Source: an optimization exercise on an open RTL-to-GDS flow (aim: small area, a short achievable clock period and few clock cycles per item). Production flows keep margins and buffers that such runs may drop. In this exercise RTL edits were held to simulation tests only and were not proved equivalent to the original.

==> flow/design.v, too long to show whole: its modules and the start of the top module <==
// module skim_pixel: 2197 lines
// module fa: 10 lines
module skim_pixel (
    input  wire        clk,
    input  wire        rst,           
    input  wire        in_valid,
    output reg         in_ready,
    input  wire [13:0] in_code,       
    input  wire        in_ovr,        
    input  wire [15:0] in_tapm_ofs,   
    input  wire [15:0] in_tapm_gain,  
    input  wire [15:0] in_dark,       
    input  wire [15:0] in_gain,       
    input  wire        in_dead,       
    input  wire        in_bypass,     
    input  wire        in_last,       
    output reg         out_valid,
    input  wire        out_ready,
    output reg  [15:0] out_pix,
    output reg         out_sat,       
    output reg         out_dead,      
    output reg         out_nsat,      
    output reg         out_last
);
  // ...
==> flow/flow/run.sh <==
#!/bin/bash
# The standard layout (standard synthesis included), with timing repair
# aiming at a 13 ns period instead of leaving the clock's 47 ns of slack unused,
# and small, fast port buffers. Each step's full output goes to ORFS's own logs
# under orfs/logs; make's output goes to standard.log.
set -euo pipefail
bash standard.sh SETUP_SLACK_MARGIN=47 "BUFFER_PORTS_ARGS=-buffer_cell sky130_fd_sc_hd__buf_1" finish > standard.log 2>&1
==> flow/standard.sh <==
#!/bin/bash
# synth_recipe.tcl (not shown) runs the flow's synth.tcl, then flattens the netlist and writes it again
# the make line also repeats each setting of config.mk as NAME=value (left out here)
make -C /OpenROAD-flow-scripts/flow DESIGN_CONFIG=/design/flow/config.mk WORK_HOME=/design/flow/orfs CLKGATE_MAP_FILE= SYNTH_SCRIPT=/design/flow/synth_recipe.tcl "${@:-finish}"
==> flow/config.mk <==
export PLATFORM = sky130hd
export DESIGN_NAME = skim_pixel
export DESIGN_NICKNAME = skim_pixel
export VERILOG_FILES = /design/flow/design.v
export SDC_FILE = /design/flow/constraint.sdc
export NUM_CORES = 4
export LEC_CHECK = 0
export CAP_MARGIN = 0
export CORE_MARGIN = 2
export CORE_UTILIZATION = 40
export SLEW_MARGIN = 0
export SYNTH_HIERARCHICAL = 1
==> flow/constraint.sdc <==
create_clock -name core_clock -period 60.0 [get_ports {clk}]
set_input_delay 12.0000 -clock core_clock [delete_from_list [all_inputs] [get_ports {clk}]]
set_output_delay 12.0000 -clock core_clock [all_outputs]
set_load 0.01 [all_outputs]
==> results.sh, run 1 <==
export IMPL_status="timing/DRC/antenna clean"
export IMPL_multiInputGateArea_um2=18000
export IMPL_synth_top_family_by_area="adder cells"
export IMPL_dominant_cells="multi-input gates"
export IMPL_setup_viol=0
export IMPL_drv_slew=0
export IMPL_synth_mux_area_frac=0.0105
export IMPL_cp_num_cells=1
export IMPL_cp_top_family="flip-flops"
export IMPL_clkCellAreaFrac=0.0218
export IMPL_clkLatencyLatePin_ns=0.52
export IMPL_taps=782
export IMPL_vias=17649
export IMPL_htreeDepth=4
export IMPL_grtUsageTotal=0.206
export IMPL_finalHoldWorstSlack_ns=0.421
export IMPL_ys_seq_area_frac=0.219
export IMPL_avgSynthCellArea_um2=10.4
export IMPL_clock_root_buffer="clkbuf_16"
export IMPL_wl_per_cell_um=19.7
export IMPL_antenna_found_initial=0
export IMPL_grt_pass1_wl_um=102000
export IMPL_routed_wl_um=62900
Testbench counts, summed over its fixed seeds: cycles 32,733, items 30,720.
==> run 2: changes to the inputs <==
--- a/flow/design.v
+++ b/flow/design.v
@@ -1903,17 +1903,17 @@
     wire o_free = !out_valid || out_ready;
     wire acc      = (st == ST_ACC) && !pend;
     wire take     = p1_v && acc && (p1_dead || run_n == 5'd0);
     wire take_g   = take && !p1_dead;
     wire take_end = take && p1_dead && p1_last;         
     wire det_r    = p1_v && acc && !p1_dead && (run_n != 5'd0);
     assign adv1 = !p1_v || take;
     wire [4:0]  d     = run_n + 5'd1;                  
-    wire        pow2  = (run_n == 5'd1) || (run_n == 5'd3) || (run_n == 5'd7) || (run_n == 5'd15);
+    wire        pow2  = (run_n == 5'd1) || (run_n == 5'd3);    
     wire delta_1 = k_v[0] & ~out_pix[0];
     wire delta_2 = k_v[0] ^ ~out_pix[0];
     wire delta_3 = k_v[1] & ~out_pix[1];
     wire delta_4 = k_v[1] ^ ~out_pix[1];
     wire delta_5 = k_v[2] & ~out_pix[2];
     wire delta_6 = k_v[2] ^ ~out_pix[2];
     wire delta_7 = k_v[3] & ~out_pix[3];
     wire delta_8 = k_v[3] ^ ~out_pix[3];
@@ -1995,26 +1995,18 @@
     wire delta_84 = delta_22 ^ delta_64;
     wire delta_85 = delta_24 ^ delta_70;
     wire delta_86 = delta_26 ^ delta_62;
     wire delta_87 = delta_28 ^ delta_71;
     wire delta_88 = delta_30 ^ delta_65;
     wire delta_89 = delta_32 ^ delta_72;
     wire delta_90 = delta_34 ^ delta_61;
     wire [16:0] delta = {delta_90, delta_89, delta_88, delta_87, delta_86, delta_85, delta_84, delta_83, delta_82, delta_81, delta_80, delta_79, delta_78, delta_77, delta_76, delta_75, delta_74};
-    reg  [15:0] sh_q;
-    reg  [4:0]  sh_r;
-    always @(*) begin
-        case (run_n)
-            5'd1:    begin sh_q = delta[16:1];                   sh_r = {4'd0, delta[0]};   end
-            5'd3:    begin sh_q = {{1{delta[16]}}, delta[16:2]}; sh_r = {3'd0, delta[1:0]}; end
-            5'd7:    begin sh_q = {{2{delta[16]}}, delta[16:3]}; sh_r = {2'd0, delta[2:0]}; end
-            default: begin sh_q = {{3{delta[16]}}, delta[16:4]}; sh_r = {1'b0, delta[3:0]}; end
-        endcase
-    end
+    wire [15:0] sh_q = run_n[1] ? {delta[16], delta[16:2]} : delta[16:1];
+    wire [4:0]  sh_r = run_n[1] ? {3'd0, delta[1:0]} : {4'd0, delta[0]};
     reg  [15:0] dv_q;
     reg  [4:0]  dv_r;
     reg  [5:0]  dv_t;
     integer k;
     always @(*) begin
         dv_q = dq;
         dv_r = dr;
         for (k = 0; k < DIV_STAGES; k = k + 1) begin
==> flow/config.mk (replaced) <==
export PLATFORM = sky130hd
export DESIGN_NAME = skim_pixel
export DESIGN_NICKNAME = skim_pixel
export VERILOG_FILES = /design/flow/design.v
export SDC_FILE = /design/flow/constraint.sdc
export NUM_CORES = 4
export LEC_CHECK = 0
export CAP_MARGIN = 20
export CORE_MARGIN = 2
export CORE_UTILIZATION = 40
export SLEW_MARGIN = 20
export SYNTH_HIERARCHICAL = 1
==> run 2 against run 1 <==
  * Core utilization shrank 0.16 points
  * Sequential share of layout area grew 0.11 points
  * Register-to-register slack lost 0.11 ns
  * Global-route usage grew 0.58 points
  * Critical path type unchanged
  * First-iteration DRC count shrank 14%
  * Critical endpoint is now out_pix[11]
  * Die area shrank 0.39%
  * Synthesized cell count shrank 1.5%
==> results.sh, run 2 <==
export IMPL_status="timing/DRC/antenna clean"
export IMPL_portBuffers=107
export IMPL_drv_cap=0
export IMPL_reg2reg_depth=29
export IMPL_ys_seq_area_frac=0.220
export IMPL_wl_per_cell_um=20.0
export IMPL_setup_slack_ns=46.87
export IMPL_drv_slew=0
export IMPL_hpwl_um=48600
export IMPL_cp_startpoint="out_pix[11]"
export IMPL_core_um2=60400
export IMPL_gr_total_overflow=0
export IMPL_clock_root_buffer="clkbuf_16"
export IMPL_crit_path_cell_trace="clkbuf_2"
export IMPL_vias=17478
export IMPL_syn_area_um2=24400
export IMPL_ios=108
export IMPL_die_area_um2=63100
export IMPL_htreeDepth=4
export IMPL_synth_simple_gate_area_frac=0.152
export IMPL_fp_dieH_um=251
export IMPL_hold_path_endpoint="p1_gain[5]"
export IMPL_tightestPinTransition_ns=1.07
export IMPL_chipWidth_um=251
export IMPL_layout_common_cells="nand2_1 (475), fa_1 (453), inv_1 (178), ha_1 (169), edfxtp_1 (168)"
export IMPL_n_fill_cell=5755
export IMPL_setup_viol=0
export IMPL_synth_compound_area_frac=0.0965
export IMPL_synth_top_cells_by_area="fa_1 (37%), edfxtp_1 (21%), ha_1 (8.7%), nand2_1 (7.3%), inv_1 (2.7%)"
export IMPL_fin_nets=3082
export IMPL_cts_tree="done"
export IMPL_hold_violations=0
export IMPL_synth_cells=2325
export IMPL_synthAdderAreaFrac=0.458
export IMPL_viasPerCell=5.52
export IMPL_hp_class="register to register"
export IMPL_grt_pass1_vias=19565
export IMPL_crit_slowest_cell="edfxtp_1"
export IMPL_grt_pass1_wl_um=104000
export IMPL_fin_crit_sh=0.219
export IMPL_min_delay_start="p0_gain[5]"
export IMPL_ant_nets=0
export IMPL_synth_top_family_by_area="adder cells"
export IMPL_reg2reg_to="p1_x[0]"
export IMPL_avgSynthCellArea_um2=10.5
export IMPL_drtIter0Drc=1155
export IMPL_rows=90
export IMPL_routed_wl_um=63300
export IMPL_dp_slack_ns=46.58
export IMPL_synth_top_cell_area_share=0.371
export IMPL_crit_fanout=2
export IMPL_regArea_um2=5370
export IMPL_hold_path_depth=0
export IMPL_final_common_cell="nand2_1"
export IMPL_ys_async_sr_fraction=0
export IMPL_grtUsageTotal=0.212
export IMPL_yosysTopAreaCell="fa_1"
export IMPL_grt_max_degree=82
export IMPL_cp_num_cells=1
export IMPL_fin_tns_setup_ns=0
export IMPL_period_needed_ns=13.13
export IMPL_regToRegStartpoint="p0_ofs_n[0]"
export IMPL_clkLatencyLatePin_ns=0.51
export IMPL_netlist_cell_type_count=83
export IMPL_synth_mux_area_frac=0.00630
export IMPL_cp_top_family="flip-flops"
export IMPL_slew_headroom=0.287
export IMPL_gp_congestion=0.892
export IMPL_clock_sinks=184
export IMPL_synth_edff_count=168
export IMPL_yosysMostFrequentCell="nand2_1"
export IMPL_cp_num_buf_inv=1
export IMPL_drive_gt1_frac=0.0490
export IMPL_worst_setup_path_end_kind="primary output"
export IMPL_yosysWarnings=7
export IMPL_start_kind="register"
export IMPL_firstDrtPassIters=5
export IMPL_synth_xor_area_frac=0.0226
export IMPL_arrival_ns=1.13
export IMPL_diodes=0
export IMPL_r2r_slack_ns=49.08
export IMPL_required_ns=48.00
export IMPL_synthTopCellsByCount="nand2_1 (476), fa_1 (453), inv_1 (178), ha_1 (169), edfxtp_1 (168)"
export IMPL_cpPeakStageDelay_ns=0.46
export IMPL_final_area_um2=26300
export IMPL_cts_inserted_buffers=17
export IMPL_area_growth_pct=7.58
export IMPL_clkTransAtPathRegs_ns=0.08
export IMPL_ys_dominant_reg_cell="edfxtp_1"
export IMPL_rsz0062_at_grt="true"
export IMPL_multiInputGateArea_um2=18000
export IMPL_clockBufferDepth=2
export IMPL_antenna_found_initial=0
export IMPL_dpl_instance_area_um2=25600
export IMPL_syn_nets=3033
export IMPL_initial_utilization=0.405
export IMPL_synth_seq_cells=184
export IMPL_skew_ns=0.0268
export IMPL_worstSetupPathType="register to primary output"
export IMPL_fmax_mhz=76.2
export IMPL_remaining_drc_errors=0
[run 2: changes by cell type after synthesis, sizes merged, moves of 6 or more]
cell and change:
a31oi -12, a211oi +10, o2bb2ai +8, nand2b +16
a21o +8, inv -10, o21a +16, a21oi -11
a22o -15, clkbuf -6, nor3 +6, o21ai -22
nand2 -18, mux2i -12
[run 2: area by class of cell]
| class | instances | area share |
|---|---|---|
| Clock inverter | 12 | 0.00443 |
| Timing Repair Buffer | 141 | 0.0260 |
| Sequential cell | 184 | 0.204 |
| Multi-Input combinational cell | 1852 | 0.686 |
| Inverter | 178 | 0.0254 |
| Tap cell | 782 | 0.0372 |
| Clock buffer | 20 | 0.0170 |
[run 2: per-layer routing]
metal  track usage  vias to the layer above  routed length (µm)
met3        0.0335                      100                3860
met4        0.0752                        0                1730
met1         0.267                     8961               25800
li1              -                     7810                   -
met2         0.369                      607               31900
met5             0                        -                   0
[run 2: repair_timing]
action	CTS	global route
cloned	0	0
buffers inserted	16	0
endpoints found under the setup margin	22	20
hold buffers	0	0
gates resized for setup	4	14
[run 2: per-stage QoR]
stage / hold slack, ns / util / cells
finish: 0.421 / 0.435 / 3169
floorplan: 0.400 / - / 2325
global route: 0.430 / 0.435 / 3169
global placement: 0.404 / 0.423 / 3121
CTS: 0.423 / 0.435 / 3169
detailed placement: 0.407 / 0.423 / 3121
[run 2: per-module statistics from Yosys (local to each module, per instance)]
module | cells inside | cell area [µm²]
skim_pixel | 1919 | 16300
fa | 1 | 20.0
[run 2: cells by family after synthesis]
logic type | count (synthesis)
flip-flops | 184
AND/OR/NAND/NOR | 822
AO/OA/AOI/OAI | 331
XOR/XNOR | 63
multiplexers | 13
adder cells (fa/ha/maj) | 623
buffers and inverters | 289
[run 2: how the worst max path moves through the flow]
| stage | end | slack (ns) |
|---|---|---|
| after floorplan | de[0] | 47.00 |
| after global placement | de[0] | 46.68 |
| after detailed placement | de[3] | 46.58 |
| after CTS | out_pix[15] | 46.83 |
| after global routing | out_pix[11] | 46.83 |
| final | out_pix[11] | 46.87 |
[run 2: worst reg2reg max path, delay by kind of cell (launching register included)]
kind | cells | cell delay [ns]
XOR/XNOR | 1 | 0.19
buffers and inverters | 1 | 0.08
AO/OA/AOI/OAI | 12 | 3.84
adder cells (fa/ha/maj) | 10 | 4.85
AND/OR/NAND/NOR | 5 | 1.17
flip-flops | 1 | 0.62
Testbench counts of run 2, summed over its fixed seeds: cycles 32,733, items 30,720.
==> run 3: changes to the inputs <==
==> flow/run.sh (new file) <==
#!/bin/bash
# synth_recipe.tcl (not shown) runs the flow's synth.tcl, then flattens the netlist and writes it again
# the make line also repeats each setting of config.mk as NAME=value (left out here)
make -C /OpenROAD-flow-scripts/flow DESIGN_CONFIG=/design/flow/config.mk WORK_HOME=/design/flow/orfs CLKGATE_MAP_FILE= SYNTH_SCRIPT=/design/flow/synth_recipe.tcl finish
removed: flow/flow/run.sh
removed: flow/standard.sh
==> run 3 against run 2 <==
  * Still clean on timing, DRC and antenna
  * Area after synthesis is the same
  * Maximum frequency fell by 3.7%
  * Routed wire length barely moved
  * Sequential cell count stayed put
  * Hold slack gained 0.0030 ns
  * Critical path type unchanged
  * Highest routed layer unchanged
==> results.sh, run 3 <==
export IMPL_post_cts_resized=0
export IMPL_synth_top_cell_area_share=0.371
export IMPL_yosysTopAreaCell="fa_1"
export IMPL_drv_cap=0
export IMPL_postCtsSetupRepairBufs=0
export IMPL_crit_fanout=4
export IMPL_gr_total_overflow=0
export IMPL_antenna_found_initial=0
export IMPL_vias=17439
export IMPL_ant_nets=0
export IMPL_fmax_mhz=73.4
export IMPL_cp_num_buf_inv=1
export IMPL_final_area_um2=26800
export IMPL_ios=108
export IMPL_portBuffers=107
export IMPL_crit_slowest_cell="clkdlybuf4s50_1"
export IMPL_dpl_instance_area_um2=26200
export IMPL_avgSynthCellArea_um2=10.5
export IMPL_clockBufferDepth=2
export IMPL_drv_slew=0
export IMPL_routed_wl_um=63300
export IMPL_tightestPinTransition_ns=1.11
export IMPL_clkLatencyLatePin_ns=0.51
export IMPL_synth_top_cells_by_area="fa_1 (37%), edfxtp_1 (21%), ha_1 (8.7%), nand2_1 (7.3%), inv_1 (2.7%)"
export IMPL_clock_sinks=184
export IMPL_cpPeakStageDelay_ns=0.60
export IMPL_remaining_drc_errors=0
export IMPL_synth_edff_count=168
export IMPL_chipWidth_um=251
export IMPL_start_kind="register"
export IMPL_grt_max_degree=82
export IMPL_slew_headroom=0.255
export IMPL_arrival_ns=1.63
export IMPL_diodes=0
export IMPL_required_ns=48.00
export IMPL_worst_setup_path_end_kind="primary output"
export IMPL_core_um2=60400
export IMPL_htreeDepth=4
export IMPL_worstSetupPathType="register to primary output"
export IMPL_rows=90
export IMPL_syn_nets=3033
export IMPL_final_common_cell="nand2_1"
export IMPL_syn_area_um2=24400
export IMPL_ys_seq_area_frac=0.220
export IMPL_skew_ns=0.0281
export IMPL_cp_top_family="buffers and inverters"
export IMPL_hpwl_um=48600
export IMPL_status="timing/DRC/antenna clean"
export IMPL_yosysMostFrequentCell="nand2_1"
export IMPL_grt_pass1_wl_um=103000
export IMPL_setup_viol=0
export IMPL_grtUsageTotal=0.210
export IMPL_gp_congestion=0.870
export IMPL_grt_pass1_vias=19281
export IMPL_die_area_um2=63100
export IMPL_cts_hold_buffers_added=0
export IMPL_yosysWarnings=7
export IMPL_setup_slack_ns=46.37
export IMPL_rsz0062_at_grt="false"
export IMPL_ys_dominant_reg_cell="edfxtp_1"
export IMPL_wl_per_cell_um=20.1
export IMPL_synthTopCellsByCount="nand2_1 (476), fa_1 (453), inv_1 (178), ha_1 (169), edfxtp_1 (168)"
export IMPL_clock_root_buffer="clkbuf_16"
export IMPL_drtIter0Drc=1161
export IMPL_clkTransAtPathRegs_ns=0.09
export IMPL_synth_seq_cells=184
export IMPL_cts_inserted_buffers=17
export IMPL_hp_class="register to register"
export IMPL_ys_async_sr_fraction=0
export IMPL_synth_cells=2325
export IMPL_period_needed_ns=13.63
export IMPL_layout_common_cells="nand2_1 (475), fa_1 (453), inv_1 (178), ha_1 (169), edfxtp_1 (168)"
export IMPL_viasPerCell=5.53
export IMPL_crit_path_cell_trace="clkdlybuf4s50_1"
export IMPL_initial_utilization=0.405
export IMPL_netlist_cell_type_count=83
export IMPL_cts_tree="done"
export IMPL_dp_slack_ns=46.17
export IMPL_firstDrtPassIters=5
export IMPL_r2r_slack_ns=49.16
export IMPL_fin_crit_sh=0.227
export IMPL_fp_dieH_um=251
export IMPL_fin_tns_setup_ns=0
export IMPL_drive_gt1_frac=0.0358
export IMPL_hold_violations=0
export IMPL_fin_nets=3067
export IMPL_area_growth_pct=9.80
[run 3: cells by family after synthesis]
logic type      Yosys count  synth area share
fa+ha+maj               623             0.458
simple gates            822             0.152
xor+xnor                 63            0.0226
buf+inv                 289            0.0447
mux                      13           0.00630
compound gates          331            0.0965
flops                   184             0.220
[run 3: layout make-up]
type / instances / area (µm²)
multi-input cells: 1852 / 18000
well taps: 782 / 978
flip-flops and latches: 184 / 5370
clock buffers: 23 / 490
clock inverters: 9 / 81.3
repair buffers: 126 / 1220
inverters: 178 / 668
fillers: 5681 / 33500
[run 3: through the flow]
stage                     utilization  cells  hold slack (ns)
after CTS                       0.444   3153            0.425
after detailed placement        0.434   3121            0.406
after floorplan                     -   2325            0.400
after global placement          0.434   3121            0.408
after global routing            0.444   3154            0.430
final                           0.444   3154            0.424
[run 3: path summary, 6_finish.rpt]
check | start | endpoint | cells past startpoint
min reg2reg | p0_gain[3] | p1_gain[3] | 0
min | p0_gain[3] | p1_gain[3] | 0
max reg2reg | run_n[1] | out_pix[15] | 26
max | out_pix[10] | out_pix[10] | 1
[run 3: Yosys stat by module, one instance, submodules excluded]
module / flip-flops and latches / cells inside / copies in the design / area (µm²)
fa: 0 / 1 / 406 / 20.0
skim_pixel: 184 / 1919 / 1 / 16300
[run 3: layer usage]
layer | up-vias | part of all wire | global-route usage | wire length, µm
met5 | - | 0 | 0 | 0
met4 | 0 | 0.021 | 0.0638 | 1320
met3 | 92 | 0.061 | 0.0344 | 3830
met2 | 595 | 0.51 | 0.375 | 32400
met1 | 8976 | 0.41 | 0.261 | 25800
li1 | 7776 | - | - | -

## re-timing with driven ports
The flow's constraints put no driver on any port. The routed layouts listed below were extracted and timed again, unchanged, in two steps.
Step 1 (the two cells are an assumption about what drives the block):
set clk [get_ports {clk}]
set_driving_cell -lib_cell sky130_fd_sc_hd__clkbuf_16 $clk
set_driving_cell -lib_cell sky130_fd_sc_hd__buf_2 [delete_from_list [all_inputs] $clk]
Step 2, shift: input delay + t, output delay - t, t = (earliest + latest rising clock arrival at the registers) / 2. This alone moves slack from input paths to output paths.
Slacks: ideal / step 1 / step 2; pairs: ideal / step 1.
run	t (ns)	setup slack, ns	pins driven straight from the clock port
run 1	0.554	46.838 / 46.783 / 46.666	1
run 2	0.553	46.872 / 46.813 / 46.576	1
run 3	0.551	46.374 / 46.316 / 46.243	1
After both steps setup and hold are still met in every run listed. The setup slack of run 2, which loses most, moves by -0.059 ns with the drivers and by -0.296 ns with both steps.
